Context: an optimization exercise on an open-source flow, tuned for small area. The choices shown serve that exercise and are no tape-out recipe. In this exercise RTL edits were held to simulation tests only and were not proved equivalent to the original. No activity file was given, so power comes from the tool's default toggle rates.

==> design.v <==
module armature_law (
    input  wire        clk,
    input  wire        rst,
    input  wire        cfg_we,
    input  wire [6:0]  cfg_addr,
    input  wire [31:0] cfg_wdata,
    input  wire        start,
    input  wire [31:0] meas,
    input  wire [31:0] sp,
    input  wire [31:0] inj,
    input  wire        inj_point,
    output wire        ready,
    output reg         done,
    output wire [31:0] u,
    output wire [31:0] integ,
    output wire [15:0] gain,
    output wire [31:0] err,
    output wire [2:0]  flags
);
    reg [26:0] step;
    reg [31:0] kp, ki, imin, imax, umin, umax, offset;
    reg [15:0] tbl [0:32];
    reg [31:0] integ_r;
    integer i, j;
    always @(posedge clk) begin
        if (cfg_we) begin
            case (cfg_addr)
                7'h00: step   <= cfg_wdata[26:0];
                7'h01: kp     <= cfg_wdata;
                7'h02: ki     <= cfg_wdata;
                7'h03: imin   <= cfg_wdata;
                7'h04: imax   <= cfg_wdata;
                7'h05: umin   <= cfg_wdata;
                7'h06: umax   <= cfg_wdata;
                7'h07: offset <= cfg_wdata;
                default: ;
            endcase
            for (i = 0; i < 33; i = i + 1)
                if (cfg_addr == 7'h40 + i)
                    tbl[i] <= cfg_wdata[15:0];
        end
    end
    reg  [5:0]  c;             
    reg  [31:0] E;             
    reg  [31:0] Z;             
    reg         ipf;           
    reg  [69:0] RI;            
    reg  [69:12] RP;
    reg         eprev, fpP, fpI;
    reg  [26:0] REM;
    reg  [5:0]  QD;            
    reg         fq;            
    reg         XL;            
    reg  [5:0]  K;             
    reg  [15:0] G;             
    reg         ilo, ihi, ulo, uhi;
    reg         ovfIr, ovfPr;      
    wire idle = (c == 6'd0);
    assign ready = idle;
    wire go    = idle & start;
    wire ph1   = (c == 6'd1);
    wire ph2   = (c == 6'd2);
    wire ph3   = (c == 6'd3);
    wire phDI0 = (c == 6'd4);
    wire phDI  = (c >= 6'd4)  & (c <= 6'd19);
    wire phDP0 = (c == 6'd20);
    wire phDP  = (c >= 6'd20) & (c <= 6'd35);
    wire phD   = (c >= 6'd4)  & (c <= 6'd35);
    wire phDiv = (c >= 6'd4)  & (c <= 6'd25);
    wire phK   = (c == 6'd10);
    wire phIA  = (c >= 6'd11) & (c <= 6'd26);
    wire phG   = (c == 6'd27);
    wire phFI0 = (c == 6'd28);
    wire phFI  = (c >= 6'd28) & (c <= 6'd51);
    wire phFP0 = (c == 6'd30);
    wire phFP  = (c >= 6'd30) & (c <= 6'd53);
    wire phFPA = (c >= 6'd36) & (c <= 6'd53);    
    wire ph52  = (c == 6'd52);
    wire ph53  = (c == 6'd53);
    wire ph54  = (c == 6'd54);
    wire ph55  = (c == 6'd55);
    wire ph56  = (c == 6'd56);
    wire ph57  = (c == 6'd57);
    wire ph60  = (c == 6'd60);
    wire ph61  = (c == 6'd61);
    wire ph62  = (c == 6'd62);
    wire ph63  = (c == 6'd63);
    wire phIA0 = (c == 6'd11);
    wire iam   = phIA | phG;
    wire bd_one = E[0] ^ eprev;
    wire bd_two = (E[1] & ~E[0] & ~eprev) | (~E[1] & E[0] & eprev);
    wire bd_neg = E[1];
    wire bp_one = RP[12] ^ fpP;
    wire bp_two = (RP[13] & ~RP[12] & ~fpP) | (~RP[13] & RP[12] & fpP);
    wire bp_neg = RP[13];
    wire bi_one = RI[0] ^ fpI;
    wire bi_two = (RI[1] & ~RI[0] & ~fpI) | (~RI[1] & RI[0] & fpI);
    wire bi_neg = RI[1];
    wire [35:0] AP = RP[51:16];
    wire [35:0] AI = RI[51:16];
    wire [31:0] kx   = phDI ? ki : kp;
    wire [35:0] kx_m = bd_one ? {{4{kx[31]}}, kx} :
                       bd_two ? {{3{kx[31]}}, kx, 1'b0} : 36'd0;
    wire ovfP = ~((&RP[69:49]) | ~(|RP[69:49]));
    wire ovfI = ~((&RI[69:49]) | ~(|RI[69:49]));
    reg  [35:0] xS;
    always @* begin
        xS = 36'd0;
        if (ph1 | (ph57 & ipf)) xS = {{4{Z[31]}}, Z};
        if (ph2) xS = {{4{E[31]}}, E};
        if (ph3) xS = {5'd0, step, 4'd0};
        if (phD) xS = kx_m;
        if (ph52) xS = {{4{integ_r[31]}}, integ_r};
        if (ph53 | (ph55 & ilo)) xS = {{4{imin[31]}}, imin};
        if (ph54 | (ph55 & ~ilo & ihi)) xS = {{4{imax[31]}}, imax};
        if (ph56) xS = {{4{offset[31]}}, offset};
        if (ph60) xS = AI;
        if (ph61 | (ph63 & ulo)) xS = {{4{umin[31]}}, umin};
        if (ph62 | (ph63 & ~ulo)) xS = {{4{umax[31]}}, umax};
    end
    wire inv = ph2 | (phD & bd_neg) | ph53 | ph54 | ph61 | ph62;
    wire cS  = ph2 | (phD & bd_neg) | ph53 | ph61;
    wire [35:0] bS = xS ^ {36{inv}};
    wire selI = phDI | ph52 | ph53 | ph54 | ph55 | ph56 | ph57;
    wire [35:0] aS = (phDI0 | phDP0 | (ph55 & (ilo | ihi)) | ph63) ? 36'd0 :
                     selI ? AI : AP;
    wire [35:0] sS;
    wire [36:0] kS;
    assign kS[0] = cS;
    genvar gi;
    generate for (gi = 0; gi < 36; gi = gi + 1) begin : g_adds
        assign sS[gi]   = aS[gi] ^ bS[gi] ^ kS[gi];
        assign kS[gi+1] = (aS[gi] & bS[gi]) | (kS[gi] & (aS[gi] ^ bS[gi]));
    end endgenerate
    wire        fbit = phIA & fq & ~XL & ~K[5];
    wire [5:0]  tidx = K + {5'd0, fbit};
    reg  [15:0] tv;
    always @* begin
        tv = 16'd0;
        for (j = 0; j < 33; j = j + 1)
            tv = tv | (tbl[j] & {16{tidx == j}});
    end
    wire [17:0] gP_m = bp_one ? {{2{G[15]}}, G} : bp_two ? {G[15], G, 1'b0} : 18'd0;
    wire [17:0] gI_m = bi_one ? {{2{G[15]}}, G} : bi_two ? {G[15], G, 1'b0} : 18'd0;
    wire [35:0] ia_b = phG ? {{19{tv[15]}}, tv, 1'b0} : {{20{tv[15]}}, tv};
    wire [17:0] hP = iam ? (phIA0 ? 18'd0 : {RP[68:52], 1'b0}) :
                           (phFP0 ? 18'd0 : RP[69:52]);
    wire [17:0] hI = iam ? (phIA0 ? 18'd0 : {RI[68:52], RP[69]}) :
                           (phFI0 ? 18'd0 : RI[69:52]);
    wire [17:0] bHP = iam ? ia_b[17:0]  : bp_neg ? ~gP_m : gP_m;
    wire [17:0] bHI = iam ? ia_b[35:18] : bi_neg ? ~gI_m : gI_m;
    wire [17:0] sHP, sHI;
    wire [18:0] kHP, kHI;
    assign kHP[0] = ~iam & bp_neg;
    assign kHI[0] = iam ? kHP[18] : bi_neg;
    generate for (gi = 0; gi < 18; gi = gi + 1) begin : g_addh
        assign sHP[gi]   = hP[gi] ^ bHP[gi] ^ kHP[gi];
        assign kHP[gi+1] = (hP[gi] & bHP[gi]) | (kHP[gi] & (hP[gi] ^ bHP[gi]));
        assign sHI[gi]   = hI[gi] ^ bHI[gi] ^ kHI[gi];
        assign kHI[gi+1] = (hI[gi] & bHI[gi]) | (kHI[gi] & (hI[gi] ^ bHI[gi]));
    end endgenerate
    wire [35:0] sIA = {sHI, sHP};
    wire        sovf  = sS[32] ^ sS[31];
    wire [31:0] ssat  = sovf ? {sS[32], {31{~sS[32]}}} : sS[31:0];
    wire [27:0] dtry = {REM, QD[5]};
    wire [27:0] dsb  = ~{1'b0, step};
    wire [27:0] ddif;
    wire [28:0] dk;
    assign dk[0] = 1'b1;
    generate for (gi = 0; gi < 28; gi = gi + 1) begin : g_div
        assign ddif[gi]  = dtry[gi] ^ dsb[gi] ^ dk[gi];
        assign dk[gi+1]  = (dtry[gi] & dsb[gi]) | (dk[gi] & (dtry[gi] ^ dsb[gi]));
    end endgenerate
    wire dge = dk[28];            
    always @(posedge clk) begin
        if (rst) begin
            c       <= 6'd0;
            done    <= 1'b0;
            integ_r <= 32'd0;
        end else begin
            done <= 1'b0;
            if (idle) begin
                if (cfg_we && cfg_addr == 7'h08)
                    integ_r <= cfg_wdata;
                if (start)
                    c <= 6'd1;
            end else if (ph63) begin
                c    <= 6'd0;
                done <= 1'b1;
            end else begin
                c <= c + 6'd1;
            end
            if (ph55)
                integ_r <= sS[31:0];
        end
    end
    always @(posedge clk) begin
        if (go) begin
            Z   <= inj;
            ipf <= inj_point;
        end
        if (go)
            E <= meas;
        else if (ph2)
            E <= ssat;
        else if (phD)
            E <= {E[1:0], E[31:2]};
        if (ph3 | (c == 6'd19))
            eprev <= 1'b0;
        else if (phD)
            eprev <= E[1];
        if (go)
            RP[51:16] <= {{4{sp[31]}}, sp};
        else if ((ph1 & ~ipf) | ph2)
            RP[51:16] <= {{4{ssat[31]}}, ssat};
        else if (ph60 | (ph63 & (ulo | uhi)))
            RP[51:16] <= sS;
        else if (phDP | phFPA) begin
            RP[51:50] <= phFPA ? sHP[1:0] : {2{sS[35]}};
            RP[49:16] <= phFPA ? RP[51:18] : sS[35:2];
            RP[15:12] <= {phFPA ? RP[17:16] : sS[1:0], RP[15:14]};
        end
        if (phFP)
            RP[69:52] <= {{2{sHP[17]}}, sHP[17:2]};
        else if (phIA)
            RP[69:52] <= sHP;
        if (ph52 | ph55 | ph56 | ph57)
            RI[51:16] <= sS;
        else if (phDI | phFI) begin
            RI[51:50] <= phFI ? sHI[1:0] : {2{sS[35]}};
            RI[49:16] <= phFI ? RI[51:18] : sS[35:2];
            RI[15:0]  <= {phFI ? RI[17:16] : sS[1:0], RI[15:2]};
        end
        if (phFI)
            RI[69:52] <= {{2{sHI[17]}}, sHI[17:2]};
        else if (phIA)
            RI[69:52] <= sHI;
        if (phG)
            fpI <= 1'b0;
        else if (phFI)
            fpI <= RI[1];
        if (c == 6'd29)
            fpP <= 1'b0;
        else if (phFP)
            fpP <= RP[13];
        if (ph3) begin
            REM <= {1'b0, sS[31:6]};
            QD  <= sS[5:0];
            XL  <= sS[35] | ~(|sS);
        end else if (phDiv) begin
            REM <= dge ? ddif[26:0] : dtry[26:0];
            QD  <= {QD[4:0], 1'b0};
        end
        fq <= dge;
        if (phK) begin
            if (XL)
                K <= 6'd0;
            else if (K[5])
                K[4:0] <= 5'd0;
        end else if (phDiv & (c <= 6'd9))
            K <= {K[4:0], dge};
        if (phG)
            G <= sIA[32:17];
        if (ph52) ovfIr <= ovfI;
        if (ph60) ovfPr <= ovfP;
        if (ph53) ilo <= ovfIr ?  RI[69] :  sS[35];
        if (ph54) ihi <= ovfIr ? ~RI[69] : ~sS[35];
        if (ph61) ulo <= ovfPr ?  RP[69] :  sS[35];
        if (ph62) uhi <= ovfPr ? ~RP[69] : ~sS[35];
    end
    assign u     = AP[31:0];
    assign integ = integ_r;
    assign gain  = G;
    assign err   = E;
    assign flags = {ulo | uhi, ihi, ilo};
endmodule
==> flow/run.sh <==
#!/bin/bash
# The standard layout (standard.sh, unchanged synthesis) with two layout
# options: port buffers use the smallest buffer cell, and clock tree
# synthesis puts up to 32 sinks on a leaf buffer and inserts no dummy loads.
# The whole ORFS output goes to flow_standard.log.
set -uo pipefail
bash standard.sh \
  BUFFER_PORTS_ARGS="-buffer_cell sky130_fd_sc_hd__buf_1" \
  CTS_ARGS="-sink_clustering_enable -repair_clock_nets -dont_use_dummy_load -sink_clustering_size 32 -sink_clustering_max_diameter 65 -buf_list sky130_fd_sc_hd__clkbuf_16" \
  finish > flow_standard.log 2>&1
==> standard.sh <==
#!/bin/bash
# synth_recipe.tcl (not shown) runs the flow's synth.tcl, then flattens the netlist and writes it again
# the make line also repeats each setting of config.mk as NAME=value (left out here)
make -C /OpenROAD-flow-scripts/flow DESIGN_CONFIG=/design/flow/config.mk WORK_HOME=/design/flow/orfs CLKGATE_MAP_FILE= SYNTH_SCRIPT=/design/flow/synth_recipe.tcl "${@:-finish}"
==> config.mk <==
export PLATFORM = sky130hd
export DESIGN_NAME = armature_law
export DESIGN_NICKNAME = armature_law
export VERILOG_FILES = /design/flow/design.v
export SDC_FILE = /design/flow/constraint.sdc
export NUM_CORES = 4
export LEC_CHECK = 0
export ABC_AREA = 1
export CAP_MARGIN = 10
export CORE_MARGIN = 2
export CORE_UTILIZATION = 60
export PLACE_DENSITY = 0.72
export SLEW_MARGIN = 10
==> constraint.sdc <==
create_clock -name core_clock -period 20.0 [get_ports {clk}]
set_input_delay 4.0000 -clock core_clock [delete_from_list [all_inputs] [get_ports {clk}]]
set_output_delay 4.0000 -clock core_clock [all_outputs]
set_load 0.01 [all_outputs]
==> results of run 1 <==
## critical path, delay by kind of cell (launching register included)
kind	cells	cell delay, ps
compound gates	7	720
buf+inv	9	870
xor+xnor	3	550
flops	1	410
simple gates	11	1070
fa+ha+maj	35	15350
## Yosys cell counts, drive strengths merged (2+ instances only)
master and number:
mux2i 37, nor4 23, a211oi 7, inv 361, a32oi 3, edfxtp 1033
a21boi 6, o31ai 3, a31oi 60, fa 96, clkinv 5, nand2 673
xnor2 4, xor2 67, o21ai 399, o22ai 99, nand4 66, o211ai 115
a221oi 53, nand3b 2, o41ai 2, or2 7, buf 77, a22o 46
clkbuf 199, dfxtp 44, a21oi 295, ha 7, nor2 296, nand3 123
nor3 16, a22oi 64, mux2 5, o221ai 4, o32ai 36
## logic make-up after synthesis
group | count (synthesis) | share of synthesized area
AO/OA/AOI/OAI | 1195 | 0.1451
XOR/XNOR | 71 | 0.01261
adder cells (fa/ha/maj) | 103 | 0.04027
buffers and inverters | 642 | 0.05213
flip-flops | 1077 | 0.6393
multiplexers | 42 | 0.008550
AND/OR/NAND/NOR | 1208 | 0.1020
## path summary, 6_finish.rpt
kind / slack, ps / start / endpoint / cells after the start
worst max-delay path: 820 / c[2] / RP[51] / 65
worst min-delay path: 390 / RI[12] / RI[10] / 0
worst max register to register: 820 / c[2] / RP[51] / 65
worst min register to register: 390 / RI[12] / RI[10] / 0
## routing by layer
layer	wire length, um	part of all wire
met2	69690	0.44
met1	59670	0.37
met4	6589	0.041
met3	23710	0.15
met5	49	0.00031
## what timing repair did
item	in CTS	in global routing
setup endpoints to repair	0	77
setup buffers	0	4
gates resized for setup	0	43
## area by class of cell
class / instances / area [sq um]
Timing Repair Buffer: 395 / 2052
Clock buffer: 60 / 1501
Tap cell: 1070 / 1339
Multi-Input combinational cell: 2619 / 15690
Sequential cell: 1077 / 31910
Antenna cell: 4 / 10.01
Inverter: 366 / 1376
Fill cell: 6255 / 28360
## where the power goes
group / switching, mW / internal (mW)
logic: 1.45 / 0.669
registers: 0.129 / 2.66
clock network: 0.696 / 0.529
total: 2.28 / 3.86
## through the flow
stage                     instances  instance area [sq um]
after floorplan                4338                  49900
after global placement         5522                  52180
after detailed placement       5522                  52180
after CTS                      5582                  53680
after global routing           5588                  53870
final                          5591                  53880
==> flow_metrics.tcl, run 1 <==
set metrics [dict create \
    status "complete, no violations" \
    synth-edff-count 1033 \
    post-route-drc-count 0 \
    total_power_mw 6.138 \
    ys_types 62 \
    overflow 0 \
    cp.arrival_ps 19580 \
    cp_slowest_cell "fa_1" \
    final_core_util 0.6551 \
    fin_ws_ps 819.7 \
    most-common-layout-cells "1033 x edfxtp_1, 664 x nand2_1, 385 x o21ai_0" \
    fp-row-count 105 \
    yosysTopAreaCell "edfxtp_1" \
    hp-class "reg -> reg" \
    gr-max-usage-layer "met2" \
    pre_cts_slack_ps 265.2 \
    yosysWarnings 2 \
    fp.coreArea_sq_mm 0.08224 \
    dp_hpwl_mm 110.9 \
    worst_slew_pin_slew_ps 1192 \
    slowest_delay_ps 480 \
    skew_ps 96.19 \
    ir_drop_mv 0.1249 \
    period_share 0.9590 \
    ys.flop_type "edfxtp_1" \
    die-width_um 292.4 \
    numPortBuffers 256 \
    syn_inst 4338 \
    ctsHoldBuffers 0 \
    grt_max_degree 104 \
    cts_root_buf "clkbuf_16" \
    worstSetupPathType "reg -> reg" \
    syn_nets 4581 \
    syn_area_sq_mm 0.04990 \
    antenna_found_initial 8 \
    ys_seq_area_frac 0.6393 \
    met2_usage 0.5420 \
    max_slew_margin 0.1977 \
    setup_viol 0 \
    numCtsBuffers 60 \
    yosys-top-cells-area "edfxtp_1 62%, nand2_1 5.0%, o21ai_0 3.9%" \
    gp_congestion 1.047 \
    die_h_um 292.4 \
    io-pin-count 257 \
    fin_hold_ws_ps 393.4 \
    dr.pass1.iters 6 \
    clock_latency_ps 710 \
    yosysTopAreaCellShare 0.6216 \
    clk_path_buf_depth 3 \
    startpoint_type "register" \
    grt_use_met3 0.1218 \
    cp.required_ps 20400 \
    ant_nets 0 \
    path_max_fanout 7 \
    cp-end-kind "register" \
    min_period_ps 19180 \
    maxSlewViolCount 0 \
    synthArstFlopShare 0 \
    cts_tree "done" \
    vias 37230 \
    cp_common_cell "fa_1" \
    final_common_cell "edfxtp_1" \
    finalHoldViolCount 0 \
    totalWireLength_mm 159.7 \
    first_global_vias 34250 \
    start_util 0.6067 \
    grtUsageTotal 0.3683 \
    syn_avg_cell_area_sq_um 11.50 \
    grt_pass1_wl_mm 229.2 \
    gr-usage-met1 0.5169 \
    fmax_ghz 0.05214 \
    top_regs "tbl (528), RI (70), RP (58)" \
    vias_per_cell 6.659 \
    h-tree-depth 2 \
    maxCapViolations 0 \
    drive_gt1_frac 0.07217 \
    nNetsFinal 4762 \
    cts_sinks 1077 \
    pwr_density_cell_mw_per_mm2 113.9 \
    synth-seq-cells 1077 \
    wire_per_inst_um 28.57 \
    leakage_nw 19.18 \
    area_delta_synth_final_pct 7.974 \
    path_clk_slew_ps 80 \
    die-area_sq_mm 0.08549 \
    fin_tns_setup_ps 0 \
    drt-initial-drc-count 6356 \
    regMostFlops "tbl" \
    largest_reg_flops 528 \
]
==> run 2, diff against run 1 <==
--- a/design.v
+++ b/design.v
@@ -11,11 +11,11 @@
     input  wire        inj_point,
     output wire        ready,
     output reg         done,
-    output wire [31:0] u,
+    output reg  [31:0] u,
     output wire [31:0] integ,
     output wire [15:0] gain,
     output wire [31:0] err,
-    output wire [2:0]  flags
+    output reg  [2:0]  flags
 );
     reg [26:0] step;
     reg [31:0] kp, ki, imin, imax, umin, umax, offset;
@@ -45,7 +45,11 @@
     reg  [31:0] Z;             
     reg         ipf;           
     reg  [69:0] RI;            
-    reg  [69:12] RP;
+    reg  [17:0] RPH;
+    reg  [3:0]  RPX;
+    reg  [15:0] RPL;
+    wire [69:0] zp = {RPH, RPX, u, RPL};
+    reg  [69:0] zpn;
     reg         eprev, fpP, fpI;
     reg  [26:0] REM;
     reg  [5:0]  QD;            
@@ -53,7 +57,7 @@
     reg         XL;            
     reg  [5:0]  K;             
     reg  [15:0] G;             
-    reg         ilo, ihi, ulo, uhi;
+    reg         ulo;
     reg         ovfIr, ovfPr;      
     wire idle = (c == 6'd0);
     assign ready = idle;
@@ -72,9 +76,8 @@
     wire phG   = (c == 6'd27);
     wire phFI0 = (c == 6'd28);
     wire phFI  = (c >= 6'd28) & (c <= 6'd51);
-    wire phFP0 = (c == 6'd30);
-    wire phFP  = (c >= 6'd30) & (c <= 6'd53);
-    wire phFPA = (c >= 6'd36) & (c <= 6'd53);    
+    wire phFP0 = (c == 6'd36);
+    wire phFP  = (c >= 6'd36) & (c <= 6'd59);
     wire ph52  = (c == 6'd52);
     wire ph53  = (c == 6'd53);
     wire ph54  = (c == 6'd54);
@@ -87,21 +90,16 @@
     wire ph63  = (c == 6'd63);
     wire phIA0 = (c == 6'd11);
     wire iam   = phIA | phG;
-    wire bd_one = E[0] ^ eprev;
-    wire bd_two = (E[1] & ~E[0] & ~eprev) | (~E[1] & E[0] & eprev);
-    wire bd_neg = E[1];
-    wire bp_one = RP[12] ^ fpP;
-    wire bp_two = (RP[13] & ~RP[12] & ~fpP) | (~RP[13] & RP[12] & fpP);
-    wire bp_neg = RP[13];
+    wire bp_one = zp[0] ^ fpP;
+    wire bp_two = (zp[1] & ~zp[0] & ~fpP) | (~zp[1] & zp[0] & fpP);
+    wire bp_neg = zp[1];
     wire bi_one = RI[0] ^ fpI;
     wire bi_two = (RI[1] & ~RI[0] & ~fpI) | (~RI[1] & RI[0] & fpI);
     wire bi_neg = RI[1];
-    wire [35:0] AP = RP[51:16];
-    wire [35:0] AI = RI[51:16];
     wire [31:0] kx   = phDI ? ki : kp;
-    wire [35:0] kx_m = bd_one ? {{4{kx[31]}}, kx} :
-                       bd_two ? {{3{kx[31]}}, kx, 1'b0} : 36'd0;
-    wire ovfP = ~((&RP[69:49]) | ~(|RP[69:49]));
+    wire [35:0] kx_m = (E[0] ^ eprev) ? {{4{kx[31]}}, kx} :
+                       ((E[1] & ~E[0] & ~eprev) | (~E[1] & E[0] & eprev)) ? {{3{kx[31]}}, kx, 1'b0} : 36'd0;
+    wire ovfP = ~((&zp[69:49]) | ~(|zp[69:49]));
     wire ovfI = ~((&RI[69:49]) | ~(|RI[69:49]));
     reg  [35:0] xS;
     always @* begin
@@ -111,19 +109,19 @@
         if (ph3) xS = {5'd0, step, 4'd0};
         if (phD) xS = kx_m;
         if (ph52) xS = {{4{integ_r[31]}}, integ_r};
-        if (ph53 | (ph55 & ilo)) xS = {{4{imin[31]}}, imin};
-        if (ph54 | (ph55 & ~ilo & ihi)) xS = {{4{imax[31]}}, imax};
+        if (ph53 | (ph55 & flags[0])) xS = {{4{imin[31]}}, imin};
+        if (ph54 | (ph55 & ~flags[0] & flags[1])) xS = {{4{imax[31]}}, imax};
         if (ph56) xS = {{4{offset[31]}}, offset};
-        if (ph60) xS = AI;
+        if (ph60) xS = RI[51:16];
         if (ph61 | (ph63 & ulo)) xS = {{4{umin[31]}}, umin};
         if (ph62 | (ph63 & ~ulo)) xS = {{4{umax[31]}}, umax};
     end
-    wire inv = ph2 | (phD & bd_neg) | ph53 | ph54 | ph61 | ph62;
-    wire cS  = ph2 | (phD & bd_neg) | ph53 | ph61;
+    wire inv = ph2 | (phD & E[1]) | ph53 | ph54 | ph61 | ph62;
+    wire cS  = ph2 | (phD & E[1]) | ph53 | ph61;
     wire [35:0] bS = xS ^ {36{inv}};
     wire selI = phDI | ph52 | ph53 | ph54 | ph55 | ph56 | ph57;
-    wire [35:0] aS = (phDI0 | phDP0 | (ph55 & (ilo | ihi)) | ph63) ? 36'd0 :
-                     selI ? AI : AP;
+    wire [35:0] aS = (phDI0 | phDP0 | (ph55 & (flags[0] | flags[1])) | ph63) ? 36'd0 :
+                     selI ? RI[51:16] : zp[51:16];
     wire [35:0] sS;
     wire [36:0] kS;
     assign kS[0] = cS;
@@ -143,9 +141,9 @@
     wire [17:0] gP_m = bp_one ? {{2{G[15]}}, G} : bp_two ? {G[15], G, 1'b0} : 18'd0;
     wire [17:0] gI_m = bi_one ? {{2{G[15]}}, G} : bi_two ? {G[15], G, 1'b0} : 18'd0;
     wire [35:0] ia_b = phG ? {{19{tv[15]}}, tv, 1'b0} : {{20{tv[15]}}, tv};
-    wire [17:0] hP = iam ? (phIA0 ? 18'd0 : {RP[68:52], 1'b0}) :
-                           (phFP0 ? 18'd0 : RP[69:52]);
-    wire [17:0] hI = iam ? (phIA0 ? 18'd0 : {RI[68:52], RP[69]}) :
+    wire [17:0] hP = iam ? (phIA0 ? 18'd0 : {zp[68:52], 1'b0}) :
+                           (phFP0 ? 18'd0 : zp[69:52]);
+    wire [17:0] hI = iam ? (phIA0 ? 18'd0 : {RI[68:52], zp[69]}) :
                            (phFI0 ? 18'd0 : RI[69:52]);
     wire [17:0] bHP = iam ? ia_b[17:0]  : bp_neg ? ~gP_m : gP_m;
     wire [17:0] bHI = iam ? ia_b[35:18] : bi_neg ? ~gI_m : gI_m;
@@ -172,6 +170,24 @@
         assign dk[gi+1]  = (dtry[gi] & dsb[gi]) | (dk[gi] & (dtry[gi] ^ dsb[gi]));
     end endgenerate
     wire dge = dk[28];            
+    always @* begin
+        zpn = zp;
+        if (go)
+            zpn[51:16] = {{4{sp[31]}}, sp};
+        else if ((ph1 & ~ipf) | ph2)
+            zpn[51:16] = {{4{ssat[31]}}, ssat};
+        else if (ph60 | (ph63 & flags[2]))
+            zpn[51:16] = sS;
+        else if (phDP | phFP) begin
+            zpn[51:50] = phFP ? sHP[1:0] : {2{sS[35]}};
+            zpn[49:16] = phFP ? zp[51:18] : sS[35:2];
+            zpn[15:0]  = {phFP ? zp[17:16] : sS[1:0], zp[15:2]};
+        end
+        if (phFP)
+            zpn[69:52] = {{2{sHP[17]}}, sHP[17:2]};
+        else if (phIA)
+            zpn[69:52] = sHP;
+    end
     always @(posedge clk) begin
         if (rst) begin
             c       <= 6'd0;
@@ -209,21 +225,7 @@
             eprev <= 1'b0;
         else if (phD)
             eprev <= E[1];
-        if (go)
-            RP[51:16] <= {{4{sp[31]}}, sp};
-        else if ((ph1 & ~ipf) | ph2)
-            RP[51:16] <= {{4{ssat[31]}}, ssat};
-        else if (ph60 | (ph63 & (ulo | uhi)))
-            RP[51:16] <= sS;
-        else if (phDP | phFPA) begin
-            RP[51:50] <= phFPA ? sHP[1:0] : {2{sS[35]}};
-            RP[49:16] <= phFPA ? RP[51:18] : sS[35:2];
-            RP[15:12] <= {phFPA ? RP[17:16] : sS[1:0], RP[15:14]};
-        end
-        if (phFP)
-            RP[69:52] <= {{2{sHP[17]}}, sHP[17:2]};
-        else if (phIA)
-            RP[69:52] <= sHP;
+        {RPH, RPX, u, RPL} <= zpn;
         if (ph52 | ph55 | ph56 | ph57)
             RI[51:16] <= sS;
         else if (phDI | phFI) begin
@@ -239,10 +241,10 @@
             fpI <= 1'b0;
         else if (phFI)
             fpI <= RI[1];
-        if (c == 6'd29)
+        if (c == 6'd35)
             fpP <= 1'b0;
         else if (phFP)
-            fpP <= RP[13];
+            fpP <= zp[1];
         if (ph3) begin
             REM <= {1'b0, sS[31:6]};
             QD  <= sS[5:0];
@@ -263,14 +265,13 @@
             G <= sIA[32:17];
         if (ph52) ovfIr <= ovfI;
         if (ph60) ovfPr <= ovfP;
-        if (ph53) ilo <= ovfIr ?  RI[69] :  sS[35];
-        if (ph54) ihi <= ovfIr ? ~RI[69] : ~sS[35];
-        if (ph61) ulo <= ovfPr ?  RP[69] :  sS[35];
-        if (ph62) uhi <= ovfPr ? ~RP[69] : ~sS[35];
-    end
-    assign u     = AP[31:0];
+        if (ph53) flags[0] <= ovfIr ?  RI[69] :  sS[35];
+        if (ph54) flags[1] <= ovfIr ? ~RI[69] : ~sS[35];
+        if (ph61) ulo <= ovfPr ?  zp[69] :  sS[35];
+        if (ph61) flags[2] <= ovfPr | sS[35];
+        else if (ph62) flags[2] <= flags[2] | ~sS[35];
+    end
     assign integ = integ_r;
     assign gain  = G;
     assign err   = E;
-    assign flags = {ulo | uhi, ihi, ilo};
 endmodule
==> run 2 against run 1 <==
  * Still clean
  * Area after synthesis is 0.43% higher
  * Maximum frequency is 0.34% lower
  * Highest routed layer unchanged
  * Combinational power is 14% higher
  * Sequential power hardly changed
  * Global-route usage is 0.091 points lower
  * Sequential cell count is 12 higher
  * Sequential share of layout area is 0.13 points lower
  * Clock power is 9% higher
==> flow_metrics.tcl, run 2 <==
set metrics [dict create \
    fmax_ghz 0.05196 \
    synthAdderAreaFrac 0.04060 \
    cp.required_ps 20350 \
    cts_root_buf "clkbuf_16" \
    overflow 0 \
    cp-end-kind "register" \
    p_sw_mw 2.531 \
    numCtsBuffers 69 \
    path_max_fanout 9 \
    syn_avg_cell_area_sq_um 11.45 \
    slowest_delay_ps 480 \
    vias 37380 \
    drt-initial-drc-count 6102 \
    maxCapViolations 0 \
    drive_gt1_frac 0.07676 \
    synth_common_cells "1045 x edfxtp_1, 678 x nand2_1, 360 x inv_1, 323 x a21oi_1, 298 x o21ai_0" \
    first_global_vias 33770 \
    grt_max_degree 98 \
    fin_tns_setup_ps 0 \
    startpoint_type "register" \
    die-area_sq_mm 0.08585 \
    path_clk_slew_ps 80 \
    hp-class "reg -> reg" \
    area_delta_synth_final_pct 8.976 \
    cp_slowest_cell "fa_1" \
    synthArstFlopShare 0 \
    min_period_ps 19250 \
    antenna_found_initial 8 \
    power.share.clock 0.203 \
    grt_pass1_wl_mm 229.6 \
    max_slew_margin 0.1259 \
    yosys-top-cells-area "edfxtp_1 63%, nand2_1 5.1%, fa_1 3.8%" \
    dr.pass1.iters 7 \
    worstHoldStart "RI[2]" \
    regMostFlops "tbl" \
    fp-row-count 105 \
    grtUsageTotal 0.3674 \
    swShare 0.3875 \
    yosysWarnings 2 \
    yosysTopAreaCell "edfxtp_1" \
    cp_common_cell "fa_1" \
    r2r-start "c[5]" \
    ctsHoldBuffers 0 \
    ant_nets 0 \
    dp_cells 5596 \
    instances_no_fill 5672 \
    r2r_end "RPX[2]" \
    synth_xor_area_frac 0.01258 \
    reg2reg_slack_ps 750 \
    start_util 0.6084 \
    final_common_cell "edfxtp_1" \
    ys_seq_area_frac 0.6438 \
    synth-edff-count 1045 \
    numPortBuffers 256 \
    pwr_density_cell_mw_per_mm2 119.6 \
    top_regs "tbl (528), RI (70)" \
    fin_hold_ws_ps 397.4 \
    vias_per_cell 6.590 \
    gp_congestion 0.9774 \
    post-route-drc-count 0 \
    status "complete, no violations" \
    ir_drop_mv 0.1480 \
    clk_path_buf_depth 3 \
    cp.arrival_ps 19590 \
    p_seq_frac 0.428 \
    final_core_util 0.6630 \
    nNetsFinal 4846 \
    min_path_cells 0 \
    clock_latency_ps 660 \
    syn_inst 4378 \
    whs_endpoint "RI[0]" \
    maxSlewViolCount 0 \
    dp_hpwl_mm 111.2 \
    ys.flop_type "edfxtp_1" \
    synthMuxAreaShare 0.002796 \
    skew_ps 107.3 \
    fp.coreArea_sq_mm 0.08237 \
    cts_tree "done" \
    synth_top_family_by_area "compound AO/OA/AOI/OAI gates" \
    ys_types 53 \
    period_share 0.9623 \
    most-common-layout-cells "1045 x edfxtp_1, 674 x nand2_1, 352 x inv_1" \
    die_h_um 293 \
    cts_sinks 1089 \
    synth-seq-cells 1089 \
    die-width_um 293 \
    synth_compound_area_frac 0.1378 \
    share_comb_of_total_power 0.369 \
    totalWireLength_mm 160.1 \
    largest_reg_flops 528 \
    leakage_nw 19.22 \
    syn_nets 4623 \
    rr_worst_depth 66 \
    io-pin-count 257 \
    wire_per_inst_um 28.22 \
    setup_viol 0 \
    synth.most_common_cell "edfxtp_1" \
    internal-power_mw 4.001 \
    finalHoldViolCount 0 \
    worst_slew_pin_slew_ps 1311 \
    yosysTopAreaCellShare 0.6262 \
    syn_area_sq_mm 0.05011 \
    worstSetupPathType "reg -> reg" \
    h-tree-depth 3 \
    synthSimpleGateAreaFrac 0.1143 \
]
-- run 2: worst max path at each step --
| stage | depth (start not counted) | endpoint | from |
|---|---|---|---|
| CTS | 71 | RI[68] | c[3] |
| finish | 66 | RPX[2] | c[5] |
| global placement | 71 | RI[68] | c[3] |
| floorplan | 66 | RI[67] | c[0] |
| detailed placement | 71 | RI[68] | c[3] |
| global route | 71 | RI[68] | c[3] |
-- run 2: logic make-up (layout without fill, tap and decap cells) --
family / count (synthesis) / count (layout)
simple gates: 1349 / 1349
compound gates: 1117 / 1117
flops: 1089 / 1089
buf+inv: 632 / 853
fa+ha+maj: 105 / 105
xor+xnor: 72 / 72
mux: 14 / 14
other cells: 0 / 3
-- run 2: timing repair --
action                                  CTS  global route
gates resized for setup                   1            46
endpoints found under the setup margin    1            82
pin swaps                                 0             8
buffers inserted                          0             4
-- run 2: critical path, delay by kind of cell, from the launching register on --
kind                     cells  cell delay (ps)
adder cells (fa/ha/maj)     35            15430
AO/OA/AOI/OAI                7              760
buffers and inverters        8              800
XOR/XNOR                     3              620
flip-flops                   1              380
AND/OR/NAND/NOR             13             1040
-- run 2: stage by stage --
stage,worst slack (ps),power (mW),area [sq um]
after global placement,207.5,5.084,52740
final,754.7,6.532,54610
after global routing,-10.75,6.747,54610
after floorplan,873.8,4.204,50110
after CTS,52.70,6.385,54470
after detailed placement,-8.050,5.089,52740
-- run 2: final cells by class --
| cell class | instances | area [sq um] |
|---|---|---|
| timing repair buffer | 406 | 2121 |
| tap | 1070 | 1339 |
| sequential | 1089 | 32270 |
| antenna | 3 | 7.507 |
| clock buffer | 69 | 1727 |
| inverter | 378 | 1421 |
| fill | 6339 | 27760 |
| multi-input combinational | 2657 | 15730 |
-- run 2: power by group through the flow --
stage                     clock [mW]  sequential, mW  combinational [mW]
after floorplan                    0            2.81                1.39
after global placement             0            2.84                2.24
after detailed placement           0            2.84                2.25
after CTS                       1.33            2.79                2.27
after global routing            1.40            2.80                2.56
final                           1.33            2.80                2.41
-- run 2: per-layer routing --
layer / global-route usage / part of all wire / vias to the layer above
met2: 0.5176 / 0.43 / 2567
met5: 0 / 0.00038 / -
li1: - / - / 16310
met3: 0.1293 / 0.16 / 220
met1: 0.5540 / 0.39 / 18270
met4: 0.07680 / 0.023 / 10
==> run 3, diff against run 2 <==
--- a/design.v
+++ b/design.v
@@ -45,11 +45,11 @@
     reg  [31:0] Z;             
     reg         ipf;           
     reg  [69:0] RI;            
-    reg  [17:0] RPH;
-    reg  [3:0]  RPX;
-    reg  [15:0] RPL;
-    wire [69:0] zp = {RPH, RPX, u, RPL};
-    reg  [69:0] zpn;
+    reg  [17:0] RPH;           
+    reg  [3:0]  RPX;           
+    reg  [3:0]  RPL;           
+    wire [69:12] zp = {RPH, RPX, u, RPL};
+    reg  [69:12] zpn;
     reg         eprev, fpP, fpI;
     reg  [26:0] REM;
     reg  [5:0]  QD;            
@@ -76,8 +76,9 @@
     wire phG   = (c == 6'd27);
     wire phFI0 = (c == 6'd28);
     wire phFI  = (c >= 6'd28) & (c <= 6'd51);
-    wire phFP0 = (c == 6'd36);
-    wire phFP  = (c >= 6'd36) & (c <= 6'd59);
+    wire phFP0 = (c == 6'd30);
+    wire phFP  = (c >= 6'd30) & (c <= 6'd53);
+    wire phFPA = (c >= 6'd36) & (c <= 6'd53);    
     wire ph52  = (c == 6'd52);
     wire ph53  = (c == 6'd53);
     wire ph54  = (c == 6'd54);
@@ -90,9 +91,9 @@
     wire ph63  = (c == 6'd63);
     wire phIA0 = (c == 6'd11);
     wire iam   = phIA | phG;
-    wire bp_one = zp[0] ^ fpP;
-    wire bp_two = (zp[1] & ~zp[0] & ~fpP) | (~zp[1] & zp[0] & fpP);
-    wire bp_neg = zp[1];
+    wire bp_one = zp[12] ^ fpP;
+    wire bp_two = (zp[13] & ~zp[12] & ~fpP) | (~zp[13] & zp[12] & fpP);
+    wire bp_neg = zp[13];
     wire bi_one = RI[0] ^ fpI;
     wire bi_two = (RI[1] & ~RI[0] & ~fpI) | (~RI[1] & RI[0] & fpI);
     wire bi_neg = RI[1];
@@ -178,10 +179,10 @@
             zpn[51:16] = {{4{ssat[31]}}, ssat};
         else if (ph60 | (ph63 & flags[2]))
             zpn[51:16] = sS;
-        else if (phDP | phFP) begin
-            zpn[51:50] = phFP ? sHP[1:0] : {2{sS[35]}};
-            zpn[49:16] = phFP ? zp[51:18] : sS[35:2];
-            zpn[15:0]  = {phFP ? zp[17:16] : sS[1:0], zp[15:2]};
+        else if (phDP | phFPA) begin
+            zpn[51:50] = phFPA ? sHP[1:0] : {2{sS[35]}};
+            zpn[49:16] = phFPA ? zp[51:18] : sS[35:2];
+            zpn[15:12] = {phFPA ? zp[17:16] : sS[1:0], zp[15:14]};
         end
         if (phFP)
             zpn[69:52] = {{2{sHP[17]}}, sHP[17:2]};
@@ -241,10 +242,10 @@
             fpI <= 1'b0;
         else if (phFI)
             fpI <= RI[1];
-        if (c == 6'd35)
+        if (c == 6'd29)
             fpP <= 1'b0;
         else if (phFP)
-            fpP <= zp[1];
+            fpP <= zp[13];
         if (ph3) begin
             REM <= {1'b0, sS[31:6]};
             QD  <= sS[5:0];
==> run 3 against run 2 <==
  * Still clean on timing, DRC and antenna
  * Non-clock buffer count increased by 4
  * Total power is 0.85% lower
  * Final cell count down 0.92%
  * Clock-buffer cell count fell by 8
  * Clock power decreased by 7%
  * Global-route usage rose by 0.37 points
  * Sequential share of layout area decreased by 0.11 points
  * Hold slack lost 5.3 ps
  * Die area is 0.80% lower
  * Via count fell by 0.33%
  * Highest routed layer unchanged
==> flow_metrics.tcl, run 3 <==
set metrics [dict create \
    yosysWarnings 2 \
    antenna_found_initial 14 \
    cp_common_cell "fa_1" \
    post-route-drc-count 0 \
    cts_tree "done" \
    final_common_cell "edfxtp_1" \
    final_core_util 0.6587 \
    hp-class "reg -> reg" \
    top_regs "tbl (528), RI (70)" \
    r2r-start "c[5]" \
    die-width_um 291.8 \
    path_clk_slew_ps 80 \
    clk_path_buf_depth 3 \
    fin_hold_ws_ps 392.1 \
    fin_ws_ps 782.3 \
    die_h_um 291.8 \
    post_dp_cell_area_sq_mm 0.05239 \
    numPortBuffers 256 \
    pre_cts_slack_ps -28.68 \
    fmax_ghz 0.05204 \
    synth-edff-count 1033 \
    numCtsBuffers 61 \
    leakage_nw 19.15 \
    yosysTopAreaCellShare 0.6240 \
    r2r_end "flags[0]" \
    fp.coreArea_sq_mm 0.08211 \
    first_global_vias 34070 \
    vias 37250 \
    most-common-layout-cells "1033 x edfxtp_1, 645 x nand2_1, 372 x inv_1" \
    drt-initial-drc-count 6288 \
    synthArstFlopShare 0 \
    setup_viol 0 \
    regMostFlops "tbl" \
    clock_latency_ps 700 \
    gp_congestion 0.9770 \
    dr.pass1.iters 8 \
    finalHoldViolCount 0 \
    io-pin-count 257 \
    synth_common_cells "1033 x edfxtp_1, 647 x nand2_1, 375 x inv_1, 347 x a21oi_1, 337 x o21ai_0" \
    slowest_delay_ps 550 \
    maxSlewViolCount 0 \
    max_slew_margin 0.1551 \
    pwr_density_cell_mw_per_mm2 119.7 \
    syn_inst 4317 \
    status "complete, no violations" \
    area_delta_synth_final_pct 8.815 \
    ys.flop_type "edfxtp_1" \
    yosysTopAreaCell "edfxtp_1" \
    grt_max_degree 86 \
    cp.required_ps 20380 \
    seq_area_sq_mm 0.03190 \
    cp.arrival_ps 19600 \
    ir_drop_mv 0.1407 \
    start_util 0.6054 \
    rr_worst_depth 57 \
    syn_avg_cell_area_sq_um 11.51 \
    multi_input_area_sq_mm 0.01563 \
    worst_slew_pin_slew_ps 1266 \
    period_share 0.9609 \
    min_period_ps 19220 \
    cp_slowest_cell "a221oi_2" \
    synth-seq-cells 1077 \
    worstSetupPathType "reg -> reg" \
    cp-end-kind "register" \
    path_max_fanout 56 \
    yosys-top-cells-area "edfxtp_1 62%, nand2_1 4.9%, fa_1 3.9%" \
    wire_per_inst_um 28.56 \
    skew_ps 81.38 \
    vias_per_cell 6.629 \
    fillers 6312 \
    h-tree-depth 2 \
    drive_gt1_frac 0.08201 \
    overflow 0 \
    stdcell_area_sq_mm 0.05409 \
    totalWireLength_mm 160.5 \
    syn_nets 4561 \
    syn_area_sq_mm 0.04971 \
    nNetsFinal 4794 \
    critPathCapture "flags[0]" \
    reg2reg_slack_ps 780 \
    ys_seq_area_frac 0.6418 \
    startpoint "c[5]" \
    cts_root_buf "clkbuf_16" \
    largest_reg_flops 528 \
    total_power_mw 6.476 \
    grtUsageTotal 0.3711 \
    cts_sinks 1077 \
    die-area_sq_mm 0.08516 \
    startpoint_type "register" \
    grt_pass1_wl_mm 229.9 \
    ys_types 69 \
    ant_nets 0 \
    maxCapViolations 0 \
    synth.most_common_cell "edfxtp_1" \
    fp-row-count 105 \
    dp_hpwl_mm 110.5 \
]
==> run 3: cell families after synthesis <==
family                   synth area share
buffers and inverters             0.04928
adder cells (fa/ha/maj)           0.04068
XOR/XNOR                          0.01284
multiplexers                     0.003448
flip-flops                         0.6418
AND/OR/NAND/NOR                    0.1025
AO/OA/AOI/OAI                      0.1495
==> run 3: per-layer routing <==
layer / track usage / part of all wire / vias up
li1: - / - / 16090
met1: 0.5566 / 0.39 / 18200
met2: 0.5136 / 0.41 / 2687
met3: 0.1320 / 0.17 / 269
met4: 0.1016 / 0.030 / 8
met5: 0 / 0.00034 / -
==> run 3: worst min path at each step <==
stage | slack, ps | startpoint | cells after the start | to
after CTS | 390 | RI[15] | 0 | RI[13]
final | 390 | RI[15] | 0 | RI[13]
after global placement | 400 | RPL[2] | 0 | RPL[0]
after global routing | 390 | RI[14] | 0 | RI[12]
after floorplan | 400 | RI[2] | 0 | RI[0]
after detailed placement | 400 | RI[15] | 0 | RI[13]
==> run 3: critical path, delay by kind of cell (launching register included) <==
kind / cells / cell delay, ps
fa+ha+maj: 32 / 14090
compound gates: 9 / 2180
buf+inv: 7 / 930
simple gates: 6 / 770
xor+xnor: 3 / 590
flops: 1 / 380
==> run 3: repair_timing <==
item | CTS | global route
pin swaps | 0 | 6
setup endpoints to repair | 2 | 59
setup buffers | 0 | 1
cloned | 0 | 0
hold buffers | 0 | 0
resized for setup | 1 | 47
==> run 3: where the power goes <==
part / internal (mW) / total [mW] / switching [mW]
Combinational: 0.722 / 2.48 / 1.76
Clock: 0.538 / 1.24 / 0.700
Sequential: 2.66 / 2.76 / 0.0986
Total: 3.92 / 6.48 / 2.56
==> run 3: area by class of cell <==
class	count	area share
inverter	402	0.02792
clock buffer	61	0.02822
multi-input combinational	2598	0.2889
timing repair buffer	410	0.04025
antenna	2	0.00009253
sequential	1077	0.5898
tap	1070	0.02475
==> run 3: metrics by stage <==
step | setup TNS (ps) | std cells
global route | -29.24 | 5619
floorplan | 0 | 4317
finish | 0 | 5620
detailed placement | -56.92 | 5556
global placement | 0 | 5556
CTS | 0 | 5617
==> run 4, diff against run 3 <==
--- a/design.v
+++ b/design.v
@@ -51,7 +51,7 @@
     wire [69:12] zp = {RPH, RPX, u, RPL};
     reg  [69:12] zpn;
     reg         eprev, fpP, fpI;
-    reg  [26:0] REM;
+    reg  [25:0] REM;           
     reg  [5:0]  QD;            
     reg         fq;            
     reg         XL;            
@@ -161,16 +161,16 @@
     wire [35:0] sIA = {sHI, sHP};
     wire        sovf  = sS[32] ^ sS[31];
     wire [31:0] ssat  = sovf ? {sS[32], {31{~sS[32]}}} : sS[31:0];
-    wire [27:0] dtry = {REM, QD[5]};
-    wire [27:0] dsb  = ~{1'b0, step};
-    wire [27:0] ddif;
-    wire [28:0] dk;
+    wire [26:0] dtry = {REM, QD[5]};
+    wire [26:0] dsb  = ~step;
+    wire [26:0] ddif;
+    wire [27:0] dk;
     assign dk[0] = 1'b1;
-    generate for (gi = 0; gi < 28; gi = gi + 1) begin : g_div
+    generate for (gi = 0; gi < 27; gi = gi + 1) begin : g_div
         assign ddif[gi]  = dtry[gi] ^ dsb[gi] ^ dk[gi];
         assign dk[gi+1]  = (dtry[gi] & dsb[gi]) | (dk[gi] & (dtry[gi] ^ dsb[gi]));
     end endgenerate
-    wire dge = dk[28];            
+    wire dge = dk[27];            
     always @* begin
         zpn = zp;
         if (go)
@@ -247,11 +247,11 @@
         else if (phFP)
             fpP <= zp[13];
         if (ph3) begin
-            REM <= {1'b0, sS[31:6]};
+            REM <= sS[31:6];
             QD  <= sS[5:0];
             XL  <= sS[35] | ~(|sS);
         end else if (phDiv) begin
-            REM <= dge ? ddif[26:0] : dtry[26:0];
+            REM <= dge ? ddif[25:0] : dtry[25:0];
             QD  <= {QD[4:0], 1'b0};
         end
         fq <= dge;
==> run 4 against run 3 <==
  * First-iteration DRC count up 0.16%
  * Sequential cell count down 1
  * Cell area down 0.26%
  * Area after synthesis about the same
  * Via count down 0.58%
  * Largest power group unchanged
  * Highest routed layer unchanged
==> flow_metrics.tcl, run 4 <==
set metrics [dict create \
    max_slew_margin 0.1236 \
    grt_max_degree 85 \
    power.share.clock 0.188 \
    worst_slew_pin_slew_ps 1315 \
    slowest_delay_ps 480 \
    wire_per_inst_um 29.11 \
    synth_common_cells "1033 x edfxtp_1, 687 x nand2_1, 366 x o21ai_0, 338 x inv_1, 317 x a21oi_1" \
    die_h_um 292.0 \
    cp-end-kind "register" \
    min_period_ps 19210 \
    ys.flop_type "edfxtp_1" \
    final_core_util 0.6570 \
    hp-class "reg -> reg" \
    synth.most_common_cell "edfxtp_1" \
    top_regs "tbl (528), RI (70)" \
    first_global_vias 33950 \
    worstSetupPathType "reg -> reg" \
    leakage_nw 19.27 \
    dr.pass1.iters 8 \
    reg2reg_slack_ps 790 \
    vias 37040 \
    clk_path_buf_depth 3 \
    whs_endpoint "RI[11]" \
    io-pin-count 257 \
    fin_ws_ps 785.9 \
    most-common-layout-cells "1033 x edfxtp_1, 685 x nand2_1, 361 x o21ai_0" \
    path_clk_slew_ps 90 \
    path_max_fanout 6 \
    cts_sinks 1076 \
    syn_inst 4337 \
    internal-power_mw 3.911 \
    grt_pass1_wl_mm 233.8 \
    dp_hpwl_mm 114.2 \
    synth-edff-count 1033 \
    largest_reg_flops 528 \
    fin_hold_ws_ps 423.8 \
    antenna_found_initial 7 \
    grt_use_met3 0.1218 \
    final_common_cell "edfxtp_1" \
    ir_drop_mv 0.1375 \
    vias_per_cell 6.583 \
    nNetsFinal 4798 \
    die-width_um 292.0 \
    maxSlewViolCount 0 \
    cp_slowest_cell "fa_1" \
    rsz0062_at_grt "no" \
    skew_ps 99.76 \
    swShare 0.3956 \
    finalHoldViolCount 0 \
    ys_seq_area_frac 0.6408 \
    p_seq_frac 0.431 \
    setup_viol 0 \
    ys_types 65 \
    period_share 0.9607 \
    yosysTopAreaCellShare 0.6235 \
    share_comb_of_total_power 0.381 \
    cp.required_ps 20370 \
    synthArstFlopShare 0 \
    cp_common_cell "fa_1" \
    syn_nets 4581 \
    grtUsageTotal 0.3793 \
    maxCapViolations 0 \
    yosysTopAreaCell "edfxtp_1" \
    r2r-start "c[3]" \
    numCtsBuffers 60 \
    fp-row-count 105 \
    cts_root_buf "clkbuf_16" \
    met2_usage 0.5477 \
    synth-seq-cells 1076 \
    gr-max-usage-layer "met2" \
    drt-initial-drc-count 6298 \
    fp.coreArea_sq_mm 0.08211 \
    worstHoldStart "RI[13]" \
    gp_congestion 1.021 \
    yosys-top-cells-area "edfxtp_1 62%, nand2_1 5.2%, fa_1 3.8%" \
    p_sw_mw 2.560 \
    totalWireLength_mm 163.8 \
    ant_nets 0 \
    total_power_mw 6.471 \
    syn_area_sq_mm 0.04975 \
    syn_avg_cell_area_sq_um 11.47 \
    drive_gt1_frac 0.07931 \
    gr-usage-met1 0.5441 \
    pwr_density_cell_mw_per_mm2 119.9 \
    ctsHoldBuffers 0 \
    die-area_sq_mm 0.08523 \
    start_util 0.6059 \
    cts_tree "done" \
    overflow 0 \
    regMostFlops "tbl" \
    numPortBuffers 256 \
    h-tree-depth 2 \
    r2r_end "RI[67]" \
    fin_tns_setup_ps 0 \
    yosysWarnings 2 \
    status "complete, no violations" \
    pre_cts_slack_ps 169.6 \
    startpoint_type "register" \
    cp.arrival_ps 19590 \
    rr_worst_depth 68 \
    area_delta_synth_final_pct 8.443 \
    min_path_cells 0 \
    post-route-drc-count 0 \
    clock_latency_ps 700 \
    fmax_ghz 0.05205 \
]
run 4: changes by cell type in the layout (fill, tap and decap cells not counted), sizes merged, moves of 6 or more:
cell,change
o221ai,-13
nand4,-8
a31oi,+35
buf,-12
clkinv,+6
nor2,+7
inv,-36
a21oi,-29
o211ai,-54
o21ai,+57
nand2,+45
a22oi,-6
mux2,+10
run 4: power by group through the flow:
stage          clock, mW  sequential (mW)  combinational (mW)
6_report            1.22             2.79                2.47
5_1_grt             1.28             2.78                2.61
4_1_cts             1.22             2.78                2.32
3_5_place_dp           0             2.83                2.31
3_3_place_gp           0             2.83                2.28
2_1_floorplan          0             2.78                1.45
run 4: area by class of cell:
class                      instances  area [sq um]
antenna                            4         10.01
clock buffer                      60          1501
fill                            6231         28160
inverter                         372          1398
multi-input combinational       2647         15750
sequential                      1076         31890
tap                             1070          1339
timing repair buffer             397          2068
run 4: kinds of logic after synthesis:
group / synth area share
AND/OR/NAND/NOR: 0.1069
AO/OA/AOI/OAI: 0.1439
XOR/XNOR: 0.01320
buffers and inverters: 0.04794
multiplexers: 0.006715
flip-flops: 0.6408
adder cells (fa/ha/maj): 0.04049
run 4: worst max-delay path by stage:
stage	startpoint	depth (start not counted)	slack, ps	to
floorplan	c[3]	69	940	RI[67]
global placement	c[1]	66	310	RI[68]
detailed placement	c[1]	66	170	RI[68]
CTS	c[1]	66	100	RI[67]
global route	c[1]	68	4	RI[67]
finish	c[3]	68	790	RI[67]
run 4: layer usage:
layer  share of wire  vias to the layer above
met5         0.00014                        -
met4           0.041                        4
met3            0.15                      352
met2            0.43                     2715
met1            0.38                    17900
li1                -                    16070
run 4: per-stage QoR:
step	cells	cell area [sq um]
floorplan	4337	49750
global placement	5555	52250
detailed placement	5555	52250
CTS	5615	53750
global route	5624	53940
finish	5626	53950
run 4: worst max-delay path, delay by kind of cell (launching register included):
family / cells / cell delay, ps
adders and majority gates: 37 / 15150
and+or+nand+nor: 10 / 1130
buffers and inverters: 11 / 940
AOI/OAI and AO/OA: 7 / 940
xor gates and xnor gates: 3 / 500
DFF: 1 / 310
run 4: timing repair:
action,4_1_cts,5_1_grt
buffers inserted,0,6
setup endpoints to repair,0,82
resized for setup,0,36
==> run 5, diff against run 4 <==
--- a/config.mk
+++ b/config.mk
@@ -8,6 +8,6 @@
 export ABC_AREA = 1
 export CAP_MARGIN = 10
 export CORE_MARGIN = 2
-export CORE_UTILIZATION = 60
-export PLACE_DENSITY = 0.72
+export CORE_UTILIZATION = 70
+export PLACE_DENSITY = 0.8
 export SLEW_MARGIN = 10
==> run 5 against run 4 <==
  * First-iteration DRC count increased by 29%
  * Critical path depth decreased by 4
  * Wire length rose by 0.95%
  * Maximum frequency shrank 0.36%
  * Largest cell class unchanged
  * Worst setup slack worse by 70 ps
==> flow_metrics.tcl, run 5 <==
set metrics [dict create \
    worst_slew_pin_slew_ps 1246 \
    pwr_density_cell_mw_per_mm2 121.1 \
    ant_nets 0 \
    instances_no_fill 5498 \
    cp_slowest_cell "fa_1" \
    fin_tns_setup_ps 0 \
    cp-end-kind "register" \
    fmax_ghz 0.05186 \
    overflow 0 \
    syn_inst 4337 \
    cp_top_family "adder cells" \
    io-pin-count 257 \
    synth_top_family_by_area "compound AO/OA/AOI/OAI gates" \
    synthMuxAreaShare 0.006715 \
    nNetsFinal 4802 \
    largest_reg_flops 528 \
    start_util 0.7092 \
    worstSetupPathType "reg -> reg" \
    h-tree-depth 2 \
    synth-seq-cells 1076 \
    dp_hpwl_mm 114.4 \
    area_delta_synth_final_pct 7.895 \
    vias_per_cell 7.054 \
    final_core_util 0.7652 \
    yosys-top-cells-area "edfxtp_1 62%, nand2_1 5.2%, fa_1 3.8%" \
    cts_sinks 1076 \
    fp-row-count 97 \
    grt_max_degree 77 \
    leakage_nw 19.23 \
    synth-edff-count 1033 \
    clk_path_buf_depth 3 \
    gp_congestion 1.031 \
    drive_gt1_frac 0.08055 \
    fp.coreArea_sq_mm 0.07015 \
    post-route-drc-count 0 \
    maxSlewViolCount 0 \
    maxCapViolations 0 \
    synth_xor_area_frac 0.01320 \
    clock_latency_ps 700 \
    synth.most_common_cell "edfxtp_1" \
    dp_cells 5433 \
    die-area_sq_mm 0.07322 \
    die_h_um 270.6 \
    drt-initial-drc-count 8132 \
    dr.pass1.iters 7 \
    ys_seq_area_frac 0.6408 \
    totalWireLength_mm 165.3 \
    slowest_delay_ps 470 \
    yosysWarnings 2 \
    startpoint_type "register" \
    regMostFlops "tbl" \
    path_clk_slew_ps 80 \
    synthArstFlopShare 0 \
    antenna_found_initial 11 \
    path_buf_inv 8 \
    ir_drop_mv 0.1513 \
    cp.required_ps 20380 \
    wire_per_inst_um 30.07 \
    path_max_fanout 7 \
    numPortBuffers 256 \
    synth_common_cells "1033 x edfxtp_1, 687 x nand2_1, 366 x o21ai_0, 338 x inv_1, 317 x a21oi_1" \
    hp-class "reg -> reg" \
    most-common-layout-cells "1033 x edfxtp_1, 686 x nand2_1, 361 x o21ai_0" \
    synthAdderAreaFrac 0.04049 \
    yosysTopAreaCell "edfxtp_1" \
    vias 38780 \
    cp_common_cell "fa_1" \
    final_common_cell "edfxtp_1" \
    post_dp_cell_area_sq_mm 0.05214 \
    die-width_um 270.6 \
    period_share 0.9642 \
    syn_area_sq_mm 0.04975 \
    numCtsBuffers 54 \
    stdcell_area_sq_mm 0.05368 \
    cp.arrival_ps 19670 \
    syn_avg_cell_area_sq_um 11.47 \
    ys.flop_type "edfxtp_1" \
    grtUsageTotal 0.4458 \
    finalHoldViolCount 0 \
    synth_compound_area_frac 0.1439 \
    top_regs "tbl (528), RI (70)" \
    setup_viol 0 \
    min_period_ps 19280 \
    synthSimpleGateAreaFrac 0.1069 \
    yosysTopAreaCellShare 0.6235 \
    cts_root_buf "clkbuf_16" \
    cts_tree "done" \
    ys_types 65 \
    first_global_vias 35290 \
    max_slew_margin 0.1673 \
    status "complete, no violations" \
    skew_ps 82.76 \
    grt_pass1_wl_mm 236.8 \
    syn_nets 4581 \
]
run 5: cell counts after synthesis:
Identical to the previous run, type by type.
run 5: layout make-up:
type                    count  area, sq um
repair buffers            406         2118
flip-flops and latches   1076        31890
well taps                 940         1176
clock buffers              54         1351
diodes                      2        5.005
inverters                 372         1400
fillers                  4573        16470
multi-input cells        2648        15740
run 5: timing repair:
action                                  4_1_cts  5_1_grt
gates resized for setup                       0       43
endpoints found under the setup margin        0       80
hold buffers                                  0        0
buffers inserted                              0        8
run 5: cell families after synthesis:
group / count (synthesis)
buffers and inverters: 614
AO/OA/AOI/OAI: 1188
adder cells (fa/ha/maj): 104
AND/OR/NAND/NOR: 1251
flip-flops: 1076
multiplexers: 32
XOR/XNOR: 72
run 5: worst paths after layout:
| check | to | startpoint | cells after the start | slack (ps) |
|---|---|---|---|---|
| setup reg to reg | RPX[2] | c[0] | 64 | 720 |
| hold / removal | RI[5] | RI[7] | 0 | 430 |
| hold reg to reg | RI[5] | RI[7] | 0 | 430 |
| setup / recovery | RPX[2] | c[0] | 64 | 720 |
run 5: through the flow:
stage / hold slack (ps) / power (mW) / worst slack [ps]
final: 425.2 / 6.503 / 715.9
after global placement: 401.1 / 5.142 / 294.1
after floorplan: 400.3 / 4.234 / 943.0
after global routing: 436.2 / 6.656 / -83.76
after CTS: 424.1 / 6.292 / 50.21
after detailed placement: 405.6 / 5.189 / 136.4
run 5: power by group:
group | leakage (nW) | switching [mW] | internal (mW) | total (mW)
logic | 8.87 | 1.84 | 0.722 | 2.56
clock network | 0.665 | 0.674 | 0.480 | 1.15
registers | 9.69 | 0.123 | 2.66 | 2.79
run 5: layer usage:
metal  share of wire  up-vias  global-route usage
met5         0.00050        -                   0
met4           0.044       14              0.1470
met3            0.18      506              0.1673
met2            0.43     3686              0.6393
met1            0.35    18510              0.6363
li1                -    16070                   -

static timing again, ports no longer ideal:
Ports are ideal in the flow. The routed layouts listed here were re-timed in OpenROAD.
Step 1, drivers: a clkbuf_16 drives clk and a buf_2 each remaining input, both assumed.
Step 2, shift: input delay + t, output delay - t, t = (earliest + latest rising clock arrival at the registers) / 2. This alone moves slack from input paths to output paths.
a / b / c = no drivers / after step 1 / after step 2; a / b = the first two.
run	shift t [ns]	setup WS [ns]	worst data-port slew with drivers (ns)
run 1	0.736	0.820 / 0.820 / 0.820	0.11
run 2	0.682	0.755 / 0.755 / 0.755	0.13
run 3	0.730	0.782 / 0.782 / 0.782	0.09
run 4	0.723	0.786 / 0.786 / 0.786	0.14
run 5	0.726	0.716 / 0.716 / 0.716	0.15
After both steps every run listed still meets setup and hold.
